What follows belongs to an exercise in optimizing a design on an open flow for small area, a short achievable clock period and few clock cycles per item; a production flow would make more cautious choices. In this exercise RTL edits were held to simulation tests only and were not proved equivalent to the original. No activity file was given, so power comes from the tool's default toggle rates.

**design.v**
```verilog
module eq_sec (
    input  wire        clk,
    input  wire        rst_r,       
    input  wire [4:0]  ph,          
    input  wire        wr_coef,
    input  wire        wr_ctrl,
    input  wire [2:0]  wr_reg,
    input  wire [31:0] wr_data,
    input  wire        v_in,
    input  wire [31:0] x_in,
    input  wire        o_in,
    output reg         v_out,
    output reg  [31:0] x_out,
    output reg         o_out
);
    localparam [43:0] ACC_MAX = {5'b00000, {39{1'b1}}};
    localparam [43:0] ACC_MIN = {5'b11111, {39{1'b0}}};
    reg [31:0] b0, b1, b2, a1, a2;
    reg        en;
    reg [1:0]  sh;
    reg [31:0] x1, x2;           
    reg [39:0] y1, y2;           
    wire act = v_in & en;
    always @(posedge clk) begin
        if (wr_coef) begin
            case (wr_reg)
                3'd0: b0 <= wr_data;
                3'd1: b1 <= wr_data;
                3'd2: b2 <= wr_data;
                3'd3: a1 <= wr_data;
                default: a2 <= wr_data;
            endcase
        end
    end
    always @(posedge clk) begin
        if (rst_r) begin
            en <= 1'b0;
            sh <= 2'd0;
        end else if (wr_ctrl) begin
            en <= wr_data[0];
            sh <= wr_data[2:1];
        end
    end
    reg [31:0] c_op;
    reg [39:0] d_op;
    always @(*) begin
        c_op = ({32{ph[0]}} & b0) | ({32{ph[1]}} & a1) | ({32{ph[2]}} & a2) |
               ({32{ph[3]}} & b1) | ({32{ph[4]}} & b2);
        d_op = ({40{ph[0]}} & {{4{x_in[31]}}, x_in, 4'b0000}) |
               ({40{ph[1]}} & y1) |
               ({40{ph[2]}} & y2) |
               ({40{ph[3]}} & (act ? {{4{x_in[31]}}, x_in, 4'b0000}
                                   : {{4{x1[31]}}, x1, 4'b0000})) |
               ({40{ph[4]}} & (act ? {{4{x1[31]}}, x1, 4'b0000}
                                   : {{4{x2[31]}}, x2, 4'b0000}));
    end
    wire signed [56:0] pl_w = $signed({1'b0, c_op[15:0]}) * $signed(d_op) + 57'sd268435456;
    wire signed [55:0] ph_w = $signed(c_op[31:16]) * $signed(d_op);
    reg [56:0] pl_r;
    reg [55:0] ph_r;
    always @(posedge clk) begin
        pl_r <= pl_w;
        ph_r <= ph_w;
    end
    wire [56:0] s_hi = {ph_r[55], ph_r} + {{16{pl_r[56]}}, pl_r[56:16]};    
    wire        tie  = ~(|pl_r[15:0]) & ~(|s_hi[12:0]);
    wire [42:0] prod = {s_hi[55:14], s_hi[13] & ~tie};         
    reg  [39:0] acc;
    wire        sub   = ph[2] | ph[3];
    wire [43:0] a_in  = ph[4] ? 44'd0 : {{4{acc[39]}}, acc};
    wire [43:0] p_ext = {prod[42], prod};
    wire [43:0] sum   = sub ? (a_in - p_ext) : (a_in + p_ext);
    wire [43:0] sum_sh = ph[1] ? ($signed(sum) <<< sh) : sum;
    wire        s_hi_ovf = ($signed(sum_sh) > $signed(ACC_MAX));
    wire        s_lo_ovf = ($signed(sum_sh) < $signed(ACC_MIN));
    wire [39:0] sum_sat  = s_hi_ovf ? ACC_MAX[39:0] : s_lo_ovf ? ACC_MIN[39:0] : sum_sh[39:0];
    wire        sum_ovf  = s_hi_ovf | s_lo_ovf;
    reg ovf;
    always @(posedge clk) begin
        if (!ph[3])
            acc <= sum_sat;
        if (ph[1])
            ovf <= sum_ovf;
        else if (ph[2])
            ovf <= ovf | sum_ovf;
        else if (ph[3])
            ovf <= ovf | sum_ovf;
    end
    always @(posedge clk) begin
        if (rst_r || (wr_ctrl && !wr_data[0])) begin
            x1 <= 32'd0;
            x2 <= 32'd0;
            y1 <= 40'd0;
            y2 <= 40'd0;
        end else begin
            if (ph[3] && act) begin
                y1 <= sum_sat;
                y2 <= y1;
            end
            if (ph[4] && act) begin
                x1 <= x_in;
                x2 <= x1;
            end
        end
    end
    wire [36:0] yb  = {y1[39], y1[39:4]} + {36'd0, y1[3] & (y1[4] | (|y1[2:0]))};
    wire        yhi = ~yb[36] & (|yb[35:31]);
    wire        ylo =  yb[36] & ~(&yb[35:31]);
    wire [31:0] ys  = yhi ? 32'h7FFF_FFFF : ylo ? 32'h8000_0000 : yb[31:0];
    always @(posedge clk) begin
        if (rst_r) begin
            v_out <= 1'b0;
        end else if (ph[4]) begin
            v_out <= v_in;
            x_out <= en ? ys : x_in;
            o_out <= o_in | (en & (ovf | yhi | ylo));
        end
    end
endmodule
module eq_chain (
    input  wire        clk,
    input  wire        rst,
    input  wire        cfg_we,
    input  wire [3:0]  cfg_sec,     
    input  wire [2:0]  cfg_reg,     
    input  wire [31:0] cfg_data,
    input  wire        in_valid,
    output wire        in_ready,
    input  wire [31:0] in_data,
    output reg         out_valid,
    output reg  [31:0] out_data,
    output reg         out_over
);
    localparam NSEC = 9;
    reg        rst_r;
    reg        we_r;
    reg [3:0]  sec_r;
    reg [2:0]  reg_r;
    reg [31:0] data_r;
    always @(posedge clk) begin
        rst_r  <= rst;
        we_r   <= cfg_we & ~rst;
        sec_r  <= cfg_sec;
        reg_r  <= cfg_reg;
        data_r <= cfg_data;
    end
    reg [4:0] ph;
    always @(posedge clk) begin
        if (rst)
            ph <= 5'b00001;
        else
            ph <= {ph[3:0], ph[4]};
    end
    reg        rdy;
    reg        acc_r;
    reg [31:0] in_r;
    assign in_ready = rdy;
    always @(posedge clk) begin
        rdy   <= ph[2] & ~rst & ~cfg_we & ~we_r;
        acc_r <= in_valid & rdy & ~rst;
        in_r  <= in_data;
    end
    wire        v  [0:NSEC];
    wire [31:0] x  [0:NSEC];
    wire        o  [0:NSEC];
    reg         v0;
    reg  [31:0] x0;
    always @(posedge clk) begin
        if (rst) begin
            v0 <= 1'b0;
        end else if (ph[4]) begin
            v0 <= acc_r;
            x0 <= in_r;
        end
    end
    assign v[0] = v0;
    assign x[0] = x0;
    assign o[0] = 1'b0;
    genvar k;
    generate
        for (k = 0; k < NSEC; k = k + 1) begin : g_sec
            wire sel = we_r && (sec_r == k);
            eq_sec u_sec (
                .clk(clk), .rst_r(rst_r), .ph(ph),
                .wr_coef(sel && reg_r < 3'd5),
                .wr_ctrl(sel && reg_r == 3'd5),
                .wr_reg(reg_r), .wr_data(data_r),
                .v_in(v[k]), .x_in(x[k]), .o_in(o[k]),
                .v_out(v[k+1]), .x_out(x[k+1]), .o_out(o[k+1])
            );
        end
    endgenerate
    always @(posedge clk) begin
        if (rst | rst_r)
            out_valid <= 1'b0;
        else
            out_valid <= ph[0] & v[NSEC];
        out_data <= x[NSEC];
        out_over <= o[NSEC];
    end
endmodule
```
**run.sh**
```bash
#!/bin/bash
# synth_recipe.tcl (not shown) runs the flow's synth.tcl, then flattens the netlist and writes it again
# the make line also repeats each setting of config.mk as NAME=value (left out here)
make -C /OpenROAD-flow-scripts/flow DESIGN_CONFIG=/design/flow/config.mk WORK_HOME=/design/flow/orfs CLKGATE_MAP_FILE= SYNTH_SCRIPT=/design/flow/synth_recipe.tcl finish
```
**config.mk**
```make
export PLATFORM = sky130hd
export DESIGN_NAME = eq_chain
export DESIGN_NICKNAME = eq_chain
export VERILOG_FILES = /design/flow/design.v
export SDC_FILE = /design/flow/constraint.sdc
export NUM_CORES = 4
export LEC_CHECK = 0
export CAP_MARGIN = 20
export CORE_MARGIN = 2
export CORE_UTILIZATION = 40
export SLEW_MARGIN = 20
```
**constraint.sdc**
```tcl
create_clock -name core_clock -period 18.0 [get_ports {clk}]
set_input_delay 3.6000 -clock core_clock [delete_from_list [all_inputs] [get_ports {clk}]]
set_output_delay 3.6000 -clock core_clock [all_outputs]
set_load 0.01 [all_outputs]
```
==> results by group <==
Clocking
  • Hold Buf Count CTS: 0
  • Post-CTS Resized: 0
  • Largest buffer count on any clock path: 5
  • Root buffer cell: clkbuf_16
  • Clk pin slew, worst setup/hold paths: around 0.060 ns
  • TritonCTS clock tree: built
  • Setup Fix Bufs, Post-CTS: 0
  • Sink Count: 4602
  • Clk Latency, worst-skew pair: ~1.3 ns
  • CTS Buf Count: 593
  • H-tree depth: 6

Critical path
  • R2R Setup Slk: 5.42 ns
  • Reg2reg path depth: 36
  • Crit path from: ph[3]$_SDFF_PP0_
  • Crit. End Element: register
  • Critical path fanouts, max: 55
  • Crit path launch type: register
  • Crit-path leading delay family: compound AO/OA/AOI/OAI gates
  • CP max-delay cell: nand3_1
  • Worst Path Buf+Inv: 7
  • Levels on crit path: 36
  • Worst Path Required: 19.07 ns
  • R2r endpoint: g_sec[8].u_sec.ph_r[55]$_DFF_P_
  • Crit path kind: register to register
  • Slowest cell delay on critical path: approximately 0.78 ns
  • CP endpoint: g_sec[8].u_sec.ph_r[55]$_DFF_P_
  • Cell repeated most along the worst path: fa_1
  • CP Data Arrival Time: 13.64 ns
  • Reg-to-Reg Start: ph[3]$_SDFF_PP0_

Finish
  • # fillers: roughly 150k
  • Design Area, Final: between 0.6 and 0.7 sq mm
  • Area Growth Syn to Fin: 7.60%
  • Multi-input logic area: ~0.45 sq mm
  • FF/Latch Area: around 0.11 sq mm
  • Final core occ: 0.431
  • Nets: about 82000
  • Share of cells above drive strength 1: 0.0507
  • Post-Layout Cell Count: slightly below 90000

Drt
  • DR pass1 iterations: 12
  • Routed len/inst: 24.7 um
  • DRT antenna net count: 0
  • Routed vias/inst: between 5 and 6
  • # DRC: 0
  • 1st-iter DRT viols: 49100
  • Final WL: 2180000 um
  • Routed vias: around 490k

STA
  • Worst Skew: approximately 0.13 ns
  • Worst-margin pin slew: 1.34 ns
  • Achievable Freq: between 0.07 and 0.08 GHz
  • RSZ-0062 raised after global routing: false
  • # setup viols final: 0
  • Worst slew margin: 0.106
  • Hold slack: between 0.3 and 0.4 ns
  • Final worst path period share: 0.699
  • Final Max Tran Viols: 0
  • Post-route setup slack: approximately 5.4 ns
  • Crit path time final: between 10 and 15 ns
  • Final hold vios: 0
  • Setup TNS: 0 ns

Die
  • I/O pin count: 110
  • Initial Util: 0.401
  • Die H: 1240 um
  • # rows: approximately 460
  • Die X: 1240 um
  • Die ar.: 1.55 sq mm
  • Core Area: roughly 1.5 sq mm

Global routing
  • Largest net degree at the start of global routing: a little over 100
  • GRT Total Usage: 0.279
  • Gr ovfl total: 0
  • Vias in the first global route: between 400k and 500k
  • Global-route wire length before repair: around 3200000 um
  • Initial antenna violation count: about 170

Logic synthesis
  • Number of synthesized flops with an enable pin: about 2100
  • Sequential fraction of the synthesis area: 0.185
  • Post-Syn Area per Cell: just under 9 sq um
  • Async set-reset flop share out of synthesis: 0
  • Syn_nets: about 84000
  • Cells after synthesis: about 69000
  • #FFs+latches synth: approximately 4600
  • Yosys warning count: 2
  • Synthesized area: approximately 0.6 sq mm
  • Top FF cell, synth: dfxtp_1
  • Synth cell types: between 100 and 150

Placed design
  • Dpl ws: a little under 6 ns
  • DP Area: 0.641 sq mm
  • Placed Cells: between 80000 and 90000
  • Post-DP HPWL: about 1600000 um
  • Routability cong.: about 0.95
  • I/O Buffers: ~110

Pwr
  • Internal power: 64.7 mW
  • Share of power burned in the clock network: 0.087
  • Sw Pwr: approximately 79 mW
  • Max IR drop VDD: between 0.6 and 0.7 mV
  • Combinational power share: 0.800
  • Reg power frac: 0.113
  • Pwr dens: around 220 mW/mm^2
  • Switching share of power: 0.548
  • Total power: between 100 and 150 mW
  • Leakage: a little under 300 nW

Job
  • Max-Cap Viols: 0

Run status
  • Status: complete, no violations

Hold path
  • Hold Path Class: register to register
## flip-flops by register name, summed over array words and instances, names as in the netlist, 32 cells and up
name / cells
data_r: 32
g_sec.u_sec.a1: 288
g_sec.u_sec.a2: 288
g_sec.u_sec.acc: 360
g_sec.u_sec.b0: 288
g_sec.u_sec.b1: 288
g_sec.u_sec.b2: 288
g_sec.u_sec.ph_r: 504
g_sec.u_sec.pl_r: 513
g_sec.u_sec.x1: 288
g_sec.u_sec.x2: 288
g_sec.u_sec.x_out: 288
g_sec.u_sec.y1: 360
g_sec.u_sec.y2: 360
in_r: 32
out_data: 32
x0: 32
## worst min path at each step
stage	from	end	slack (ns)	depth (start not counted)
final	g_sec[8].u_sec.x_out[16]$_DFFE_PP_	out_data[16]$_DFF_P_	0.34	0
after global routing	g_sec[8].u_sec.x_out[16]$_DFFE_PP_	out_data[16]$_DFF_P_	0.34	0
after CTS	g_sec[8].u_sec.x_out[16]$_DFFE_PP_	out_data[16]$_DFF_P_	0.33	0
after detailed placement	g_sec[8].u_sec.x_out[18]$_DFFE_PP_	out_data[18]$_DFF_P_	0.33	0
after global placement	g_sec[8].u_sec.x_out[4]$_DFFE_PP_	out_data[4]$_DFF_P_	0.33	0
after floorplan	g_sec[8].u_sec.x_out[0]$_DFFE_PP_	out_data[0]$_DFF_P_	0.32	0
## layer usage
layer  share of wire  GRT usage  routed length (um)  up-vias
met5         0.00022   0.000336                 486        -
met4           0.062      0.142              135000       60
met3            0.11     0.0756              244000     4064
met2            0.43      0.421              931000    23100
met1            0.40      0.370              875000   248000
li1                -          -                   -   215000
## power groups by stage
stage / clock network (mW) / logic [mW] / registers [mW]
4_1_cts: 12.7 / 113 / 16.2
2_1_floorplan: 0 / 82.0 / 15.6
6_report: 12.5 / 115 / 16.2
3_3_place_gp: 0 / 111 / 16.4
5_1_grt: 13.1 / 127 / 16.3
3_5_place_dp: 0 / 112 / 16.4
## final cells by class
| type | instances | area share |
|---|---|---|
| inverter | 11300 | 0.0638 |
| multi-input combinational | 49300 | 0.676 |
| sequential | 4602 | 0.172 |
| tap | 20300 | 0.0384 |
| antenna | 183 | 0.000692 |
| clock buffer | 771 | 0.0247 |
| timing repair buffer | 1572 | 0.0189 |
| clock inverter | 316 | 0.00555 |
## Yosys cell counts, drive strengths merged (82+ instances only)
master	n	area [sq um]
nand3	744	3720
dfxtp	2464	49300
nor2b	629	3940
nand2b	426	2670
xnor2	1580	13800
nor4	112	749
a211oi	207	1600
mux2	255	2870
inv	11200	42200
and4	132	1160
buf	411	1620
a222oi	488	4880
a21oi	3947	19800
a21o	988	7420
o31ai	141	1110
and2	188	1180
or3	129	807
o21bai	272	2040
o211ai	169	1270
o21a	328	2460
or2	215	1350
a221o	113	1130
a22o	144	1260
clkbuf	3454	13000
a22oi	271	2030
o21ai	1509	7570
nand4	318	1990
nor3	379	1930
o22ai	159	995
o211a	82	828
fa	10800	216000
mux2i	246	2460
nand2	11400	42600
and3	598	3740
nor2	6592	24700
edfxtp	2138	64200
a221oi	149	1310
xor2	798	6990
ha	3600	45000
a31oi	222	1390
## placed cells by master, fill, tap and decap left out, types with 115 or more instances in the layout
cell	Yosys	layout
diode_2	0	183
nand4_1	318	318
and4_1	132	132
o21ai_0	1442	1441
or3_1	129	128
inv_1	11200	11200
o21bai_1	272	272
edfxtp_1	2138	2138
ha_1	3600	3600
nand2b_1	426	420
a22o_1	143	143
buf_4	3	1427
a22oi_1	271	250
xor2_1	798	798
nand3_1	744	686
nor2b_1	629	625
nor3_1	373	369
and3_1	598	570
a21o_1	987	977
o22ai_1	159	158
fa_1	10800	10800
and2_1	184	185
o211ai_1	168	168
clkbuf_16	0	613
a222oi_1	488	488
or2_2	206	205
o31ai_1	135	134
o21a_1	327	327
mux2i_1	246	246
clkbuf_1	3450	115
xnor2_1	1580	1579
nor2_1	6591	6533
nand2_1	11400	11300
a211oi_1	200	199
dfxtp_1	2464	2409
a21oi_1	3946	3916
a31oi_1	222	222
mux2_2	255	255
## kinds of logic (layout without fill, tap and decap cells)
kind of cell	Yosys count	count (layout)	synth area share
xor+xnor	2379	2379	0.0339
flops	4602	4602	0.185
simple gates	22100	22100	0.151
compound gates	9976	9976	0.104
buf+inv	15100	13900	0.0924
fa+ha+maj	14400	14400	0.425
mux	505	505	0.00882
other cells	0	183	0
Testbench counts, summed over its fixed seeds: cycles 21,928, samples 4,096.

afterwards: timing with drivers on the ports:
No port has a modelled driver above. Below, the same layout with a new extraction and two added sets of constraints. Step 1, drivers: a clkbuf_16 drives clk and a buf_2 each remaining input, both assumed. Step 2 also shifts input and output timing later by t, the mid clock arrival at the registers, as if the neighbouring blocks saw the same clock. a / b / c = no drivers / after step 1 / after step 2; a / b = the first two.
t (ns): 1.374
slack for setup (ns): 5.424 / 5.424 / 5.424
worst setup path at the end: register to register
After both steps setup and hold are still met in this run. The setup slack of this run moves by 0.000 ns with the drivers and by 0.000 ns with both steps.
